What follows belongs to an exercise in optimizing a design on an open flow for small area and a short achievable clock period; a production flow would make more cautious choices. Only simulation tests tie the RTL to the original design; equivalence was not proved.

==> flow/design.v (excerpt) <==
module convout4 (
    input  wire         clk,
    input  wire         rst,           
    input  wire         in_valid,
    input  wire [7:0]   in_fmt,
    input  wire [2:0]   in_round,
    input  wire         in_sat,
    input  wire         in_internal,
    input  wire [127:0] in_x,          
    input  wire         seed_load,
    input  wire [31:0]  seed,
    output reg          out_valid,
    output reg  [127:0] out_y,
    output reg  [3:0]   out_sat,
    output reg  [3:0]   out_nan,
    output reg  [3:0]   out_inf,
    output reg  [31:0]  lfsr_state
);
==> flow/config.mk <==
export PLATFORM = sky130hd
export DESIGN_NAME = convout4
export DESIGN_NICKNAME = convout4
export VERILOG_FILES = /design/flow/design.v
export SDC_FILE = /design/flow/constraint.sdc
export NUM_CORES = 8
export LEC_CHECK = 0
export ABC_AREA = 1
export CAP_MARGIN = 20
export CORE_MARGIN = 2
export CORE_UTILIZATION = 55
export SETUP_SLACK_MARGIN = 1.5
export SLEW_MARGIN = 20
export SYNTH_MEMORY_MAX_BITS = 16384
==> flow/constraint.sdc <==
create_clock -name core_clock -period 32.0 [get_ports {clk}]
set_input_delay 6.4000 -clock core_clock [delete_from_list [all_inputs] [get_ports {clk}]]
set_output_delay 6.4000 -clock core_clock [all_outputs]
set_load 0.01 [all_outputs]
standard.sh (not shown) runs the stock make flow with config.mk's settings and CLKGATE_MAP_FILE= SYNTH_SCRIPT=/design/flow/synth_recipe.tcl, a recipe that flattens the netlist after the stock synthesis.
==> flow/flow/run.sh <==
#!/bin/bash
set -euo pipefail
bash standard.sh SETUP_SLACK_MARGIN=${MARGIN:-25} TNS_END_PERCENT=5 MATCH_CELL_FOOTPRINT=0 \
  "BUFFER_PORTS_ARGS=-buffer_cell sky130_fd_sc_hd__buf_2" finish > make_finish.log 2>&1
The baseline completed with no timing, DRC or antenna violations.
Rerun with:
==> flow/flow/run.sh (replaced) <==
#!/bin/bash
set -euo pipefail
bash standard.sh SETUP_SLACK_MARGIN=${MARGIN:-24.45} TNS_END_PERCENT=5 MATCH_CELL_FOOTPRINT=0 \
  "BUFFER_PORTS_ARGS=-buffer_cell sky130_fd_sc_hd__buf_2" finish > make_finish.log 2>&1
Settings changed: CORE_UTILIZATION 55 to 40.
Worst setup slack gets worse by 210 ps; sequential share of layout area stays flat; cell area came out lower by 0.66%; sequential cell count stays the same; maximum frequency came out lower by 2.7%.
Rerun with:
==> flow/flow/run.sh (replaced) <==
#!/bin/bash
set -euo pipefail
bash standard.sh SETUP_SLACK_MARGIN=${MARGIN:-25} TNS_END_PERCENT=5 MATCH_CELL_FOOTPRINT=0 \
  "BUFFER_PORTS_ARGS=-buffer_cell sky130_fd_sc_hd__buf_2" finish > make_finish.log 2>&1
Settings changed: CORE_UTILIZATION 40 to 70.
Result: With this change the flow ended with an error in global routing on GRT-0232. Synthesized cell count does not change. Synthesized area stays the same.
Rerun with:
==> flow/flow/run.sh (replaced) <==
#!/bin/bash
# The standard layout (standard.sh) with two changes to how it is made:
#  - synthesis is the standard one (synth_recipe.tcl, ORFS synth.tcl) except
#    that ABC maps the logic with flow/abc.script, an area-oriented script
#    (registers, their names and cells are untouched: ABC sees only the
#    combinational logic);
#  - the timing repair aims at a shorter cycle (larger setup margin), repairs
#    only the worst few percent of endpoints, may change a cell's footprint,
#    and the ports are buffered with buf_2 instead of the default delay buffer.
# The clock, its period and the constraints are the design's. make's full
# output goes to make_finish.log here; ORFS keeps each step's log in orfs/logs.
set -euo pipefail
W=$PWD
export MY_ABC_SCRIPT=$W/flow/abc.script
sed 's#source \$::env(SCRIPTS_DIR)/synth_preamble.tcl#&\nset abc_args [lreplace $abc_args 1 1 $::env(MY_ABC_SCRIPT)]#' \
  "$FLOW_HOME/scripts/synth.tcl" > $W/synth_mod.tcl
grep -q MY_ABC_SCRIPT $W/synth_mod.tcl
sed "s#source \$::env(SCRIPTS_DIR)/synth.tcl#source $W/synth_mod.tcl#" $W/synth_recipe.tcl > $W/synth_recipe_mod.tcl
grep -q synth_mod.tcl $W/synth_recipe_mod.tcl
bash standard.sh SYNTH_SCRIPT=$W/synth_recipe_mod.tcl SETUP_SLACK_MARGIN=${MARGIN:-24.45} TNS_END_PERCENT=5 \
  MATCH_CELL_FOOTPRINT=0 "BUFFER_PORTS_ARGS=-buffer_cell sky130_fd_sc_hd__buf_2" "CTS_ARGS=-sink_clustering_enable -repair_clock_nets -sink_clustering_size 24 -sink_clustering_max_diameter 80 -dont_use_dummy_load -buf_list {sky130_fd_sc_hd__clkbuf_8 sky130_fd_sc_hd__clkbuf_16}" finish > make_finish.log 2>&1
==> flow/flow/abc.script (new file) <==
strash
dch
amap
topo
stime -c
buffer -c
upsize -c
dnsize -c
Settings changed: CORE_UTILIZATION 70 to 40.
Now the flow ran to the end with no violations.
Area after synthesis decreases by 8.1%.
Synthesized cell count decreases by 16%.
Rerun with:
==> flow/flow/run.sh (replaced) <==
#!/bin/bash
set -euo pipefail
bash standard.sh SETUP_SLACK_MARGIN=${MARGIN:-25} TNS_END_PERCENT=5 MATCH_CELL_FOOTPRINT=0 \
  "BUFFER_PORTS_ARGS=-buffer_cell sky130_fd_sc_hd__buf_2" "CTS_ARGS=-sink_clustering_enable -repair_clock_nets -sink_clustering_size 20 -sink_clustering_max_diameter 60 -buf_list sky130_fd_sc_hd__clkbuf_16 -root_buf sky130_fd_sc_hd__clkbuf_16" finish > make_finish.log 2>&1
removed: flow/flow/abc.script
After rerunning: The changed run went through all stages and came out clean. Die area increases by 8.7%. Cell count increases by about 16%. Flip-flop and latch count does not change. Setup slack gains 150 ps. Global-route usage increases by 0.22 points. Design area increases by about 6%. Critical path depth does not change. Utilization decreases by 1.1 points.

---

Another version of the RTL of convout4 (not shown whole).
For scale: ~530 flip-flops, ~350 I/O pins, about 0.050 sq mm of cells after synthesis.
==> flow/design.v (excerpt) <==
module convout4 (
    input  wire         clk,
    input  wire         rst,           
    input  wire         in_valid,
    input  wire [7:0]   in_fmt,
    input  wire [2:0]   in_round,
    input  wire         in_sat,
    input  wire         in_internal,
    input  wire [127:0] in_x,          
    input  wire         seed_load,
    input  wire [31:0]  seed,
    output reg          out_valid,
    output reg  [127:0] out_y,
    output reg  [3:0]   out_sat,
    output reg  [3:0]   out_nan,
    output reg  [3:0]   out_inf,
    output reg  [31:0]  lfsr_state
);
export LEC_CHECK = 0
export ABC_AREA = 1
export CAP_MARGIN = 20
export CORE_MARGIN = 2
export CORE_UTILIZATION = 40
export SETUP_SLACK_MARGIN = 1.5
export SLEW_MARGIN = 20
export SYNTH_MEMORY_MAX_BITS = 16384
create_clock -name core_clock -period 32.0 [get_ports {clk}]
==> flow/flow/run.sh <==
#!/bin/bash
set -euo pipefail
bash standard.sh SETUP_SLACK_MARGIN=24 TNS_END_PERCENT=5 finish > make_finish.log 2>&1
The baseline completed with no timing, DRC or antenna violations.
Then changed:
==> flow/run.sh (new file) <==
#!/bin/bash
# synth_recipe.tcl (not shown) runs the flow's synth.tcl, then flattens the netlist and writes it again
# the make line also repeats each setting of config.mk as NAME=value (left out here)
make -C /OpenROAD-flow-scripts/flow DESIGN_CONFIG=/design/flow/config.mk WORK_HOME=/design/flow/orfs CLKGATE_MAP_FILE= SYNTH_SCRIPT=/design/flow/synth_recipe.tcl finish
removed: flow/flow/run.sh
removed: flow/standard.sh
Via count falls by about 1.6%.
Critical path depth rises by 7.
Die area is unchanged.
Global-route usage falls by 1.2 points.
Then changed:
--- a/flow/config.mk
+++ b/flow/config.mk
@@ -7,3 +7,2 @@
 export LEC_CHECK = 0
-export ABC_AREA = 1
 export CAP_MARGIN = 20
The new run completed without violations.
Final cell count went down by 13%.
Routed wire length went up by 2.5%.
Sequential share of layout area went down by 0.57 points.
Cell area went up by 3.2%.
Synthesized area went up by 4.6%.
Flip-flop and latch count is unchanged.
Die area went up by 4.5%.
Then changed:
==> flow/flow/run.sh (new file) <==
#!/bin/bash
set -euo pipefail
bash standard.sh SETUP_SLACK_MARGIN=24 finish > make_finish.log 2>&1
==> flow/standard.sh (new file) <==
#!/bin/bash
# synth_recipe.tcl (not shown) runs the flow's synth.tcl, then flattens the netlist and writes it again
# the make line also repeats each setting of config.mk as NAME=value (left out here)
make -C /OpenROAD-flow-scripts/flow DESIGN_CONFIG=/design/flow/config.mk WORK_HOME=/design/flow/orfs CLKGATE_MAP_FILE= SYNTH_SCRIPT=/design/flow/synth_recipe.tcl "${@:-finish}"
--- a/flow/config.mk
+++ b/flow/config.mk
@@ -7,2 +7,3 @@
 export LEC_CHECK = 0
+export ABC_AREA = 1
 export CAP_MARGIN = 20
removed: flow/run.sh
The new run completed with no timing, DRC or antenna violations.
Flip-flop and latch count is unchanged.
Non-clock buffer count goes up by 104.
Synthesized area goes down by a few percent.
Routed wire length goes up slightly.
Core utilization goes up by 3.4 points.
Maximum frequency goes up by a few percent.

---

build 47:
RTL: one of the versions met above, not the one the previous note started from.
Size in the first run: about 6800 cells after synthesis, roughly 530 flip-flops, about 350 I/O pins, roughly 46000 um2 of cells after synthesis.
==> flow/config.mk <==
export PLATFORM = sky130hd
export DESIGN_NAME = convout4
export DESIGN_NICKNAME = convout4
export VERILOG_FILES = /design/flow/design.v
export SDC_FILE = /design/flow/constraint.sdc
export NUM_CORES = 8
export LEC_CHECK = 0
export ABC_AREA = 1
export CAP_MARGIN = 20
export CORE_MARGIN = 2
export CORE_UTILIZATION = 40
export SETUP_SLACK_MARGIN = 1.5
export SLEW_MARGIN = 20
export SYNTH_MEMORY_MAX_BITS = 16384
==> flow/constraint.sdc <==
create_clock -name core_clock -period 32.0 [get_ports {clk}]
set_input_delay 6.4000 -clock core_clock [delete_from_list [all_inputs] [get_ports {clk}]]
set_output_delay 6.4000 -clock core_clock [all_outputs]
set_load 0.01 [all_outputs]
==> flow/flow/run.sh <==
#!/bin/bash
# The standard layout (standard.sh) with two changes to how it is made:
#  - synthesis is the standard one (synth_recipe.tcl, ORFS synth.tcl) except
#    that ABC maps the logic with flow/abc.script, an area-oriented script
#    (registers, their names and cells are untouched: ABC sees only the
#    combinational logic);
#  - the timing repair aims at a shorter cycle (larger setup margin), repairs
#    only the worst few percent of endpoints, may change a cell's footprint,
#    and the ports are buffered with buf_2 instead of the default delay buffer.
# The clock, its period and the constraints are the design's. make's full
# output goes to make_finish.log here; ORFS keeps each step's log in orfs/logs.
set -euo pipefail
W=$PWD
export MY_ABC_SCRIPT=$W/flow/abc.script
sed 's#source \$::env(SCRIPTS_DIR)/synth_preamble.tcl#&\nset abc_args [lreplace $abc_args 1 1 $::env(MY_ABC_SCRIPT)]#' \
  "$FLOW_HOME/scripts/synth.tcl" > $W/synth_mod.tcl
grep -q MY_ABC_SCRIPT $W/synth_mod.tcl
sed "s#source \$::env(SCRIPTS_DIR)/synth.tcl#source $W/synth_mod.tcl#" $W/synth_recipe.tcl > $W/synth_recipe_mod.tcl
grep -q synth_mod.tcl $W/synth_recipe_mod.tcl
bash standard.sh SYNTH_SCRIPT=$W/synth_recipe_mod.tcl SETUP_SLACK_MARGIN=${MARGIN:-25} TNS_END_PERCENT=5 \
  MATCH_CELL_FOOTPRINT=0 "BUFFER_PORTS_ARGS=-buffer_cell sky130_fd_sc_hd__buf_2" finish > make_finish.log 2>&1
==> flow/flow/abc.script <==
strash
dch
amap
topo
stime -c
buffer -c
upsize -c
dnsize -c
The following lists how build 37 was set up differently from build 47:
-- flow/flow/run.sh --
<<< build 47, line 19
grep -q synth_mod.tcl $W/synth_recipe_mod.tcl
bash standard.sh SYNTH_SCRIPT=$W/synth_recipe_mod.tcl SETUP_SLACK_MARGIN=${MARGIN:-25} TNS_END_PERCENT=5 \
  MATCH_CELL_FOOTPRINT=0 "BUFFER_PORTS_ARGS=-buffer_cell sky130_fd_sc_hd__buf_2" finish > make_finish.log 2>&1
>>> build 37, line 19
grep -q synth_mod.tcl $W/synth_recipe_mod.tcl
bash standard.sh SYNTH_SCRIPT=$W/synth_recipe_mod.tcl SETUP_SLACK_MARGIN=${MARGIN:-24.45} TNS_END_PERCENT=5 \
  MATCH_CELL_FOOTPRINT=0 "BUFFER_PORTS_ARGS=-buffer_cell sky130_fd_sc_hd__buf_2" finish > make_finish.log 2>&1
## What came out
Diff build 47 -> build 37: sum of routed wire segments on met1 went up by 1.3%; final cell area excluding filler cells saw a decrease; shortest period the worst path allows down 0.036 ns; count of clock-buffer cells in the layout decreased 5; register-to-register slack down 0.08 ns.
Summary of build 37 over build 47: post-placement setup slack saw a decrease; amount of wire on met2 after detailed routing did not really move; relative slew slack shrank by 9.8 points.
Number of hold violations in the final report came out exactly the same in build 47 and build 37.
Build 37 against build 47: sequential share of layout area higher; non-clock buffer count lower.
> inputs changed (build 37 -> build 85)
==> flow/flow/run.sh <==
#!/bin/bash
set -euo pipefail
bash standard.sh SETUP_SLACK_MARGIN=${MARGIN:-25} TNS_END_PERCENT=5 MATCH_CELL_FOOTPRINT=0 \
  "BUFFER_PORTS_ARGS=-buffer_cell sky130_fd_sc_hd__buf_2" finish > make_finish.log 2>&1
removed: flow/flow/abc.script
==> comparison <==
First-iteration DRC count delta (build 85 − build 37): favourable
Number of fill cells in the layout, build 37 and build 85: smaller value in build 37
Commonest non-fill, non-tap cell in the layout = nor2_1: build 37; commonest non-fill, non-tap cell in the layout = nand2_1: build 85
Build 85: flow completed, timing, DRC and antenna clean
On area of combinational cells with multiple inputs: between build 37 and build 85, it ends up higher for build 85.
Diff build 37 -> build 85: hold slack climbed 0.0048 ns, multi-input gate share of the layout cell area climbed 0.82 points, buffer share of cell area dropped 2.0 points, source-to-sink clock delay at the later pin of the worst-skew pair barely changed.
Build 85 against build 37: cell count has increased.

[re-timing with driven ports]
No port has a modelled driver above. Below, the same layouts with a new extraction and two added sets of constraints.
Step 1 assumes that a clkbuf_16 drives the clock port and a buf_2 every other input.
Step 2 moves the port delays by t, midway between the first and last clock arrival at a register: inputs arrive t later, outputs are due t later. That takes back most of the time a late clock gives input paths.
Slacks: ideal / step 1 / step 2; pairs: ideal / step 1.
| run | t, ns | slack for setup (ns) | latest minus earliest clock arrival (ns) | slew at the worst register clock pin (ns) | worst data-port slew with drivers (ns) |
|---|---|---|---|---|---|
| the first run of note 1 | 0.750 | 24.441 / 24.366 / 23.928 | 0.034 / 0.035 | 0.08 / 0.08 | 0.05 |
| the second run of note 1 | 0.756 | 24.234 / 24.159 / 23.952 | 0.049 / 0.049 | 0.08 / 0.08 | 0.05 |
| the fourth run of note 1 | 0.688 | 24.297 / 24.219 / 23.805 | 0.116 / 0.115 | 0.09 / 0.09 | 0.05 |
| the fifth run of note 1 | 0.738 | 24.444 / 24.371 / 23.949 | 0.023 / 0.023 | 0.08 / 0.08 | 0.05 |
| the first run of note 2 | 0.761 | 22.748 / 22.748 / 22.748 | 0.059 / 0.060 | 0.07 / 0.07 | 0.06 |
| the second run of note 2 | 0.780 | 21.512 / 21.512 / 21.512 | 0.058 / 0.059 | 0.07 / 0.07 | 0.06 |
| the third run of note 2 | 0.764 | 22.068 / 22.068 / 22.068 | 0.041 / 0.041 | 0.07 / 0.07 | 0.06 |
| the fourth run of note 2 | 0.782 | 22.545 / 22.545 / 22.545 | 0.046 / 0.045 | 0.08 / 0.08 | 0.08 |
| build 47 | 0.783 | 24.293 / 24.213 / 24.241 | 0.046 / 0.046 | 0.09 / 0.09 | 0.06 |
| build 37 | 0.771 | 24.329 / 24.252 / 23.731 | 0.038 / 0.038 | 0.07 / 0.07 | 0.05 |
| build 85 | 0.748 | 24.415 / 24.341 / 23.973 | 0.054 / 0.053 | 0.08 / 0.08 | 0.05 |
After both steps every run listed still meets setup and hold. The setup slack of build 37, which loses most, moves by -0.077 ns with the drivers and by -0.598 ns with both steps.
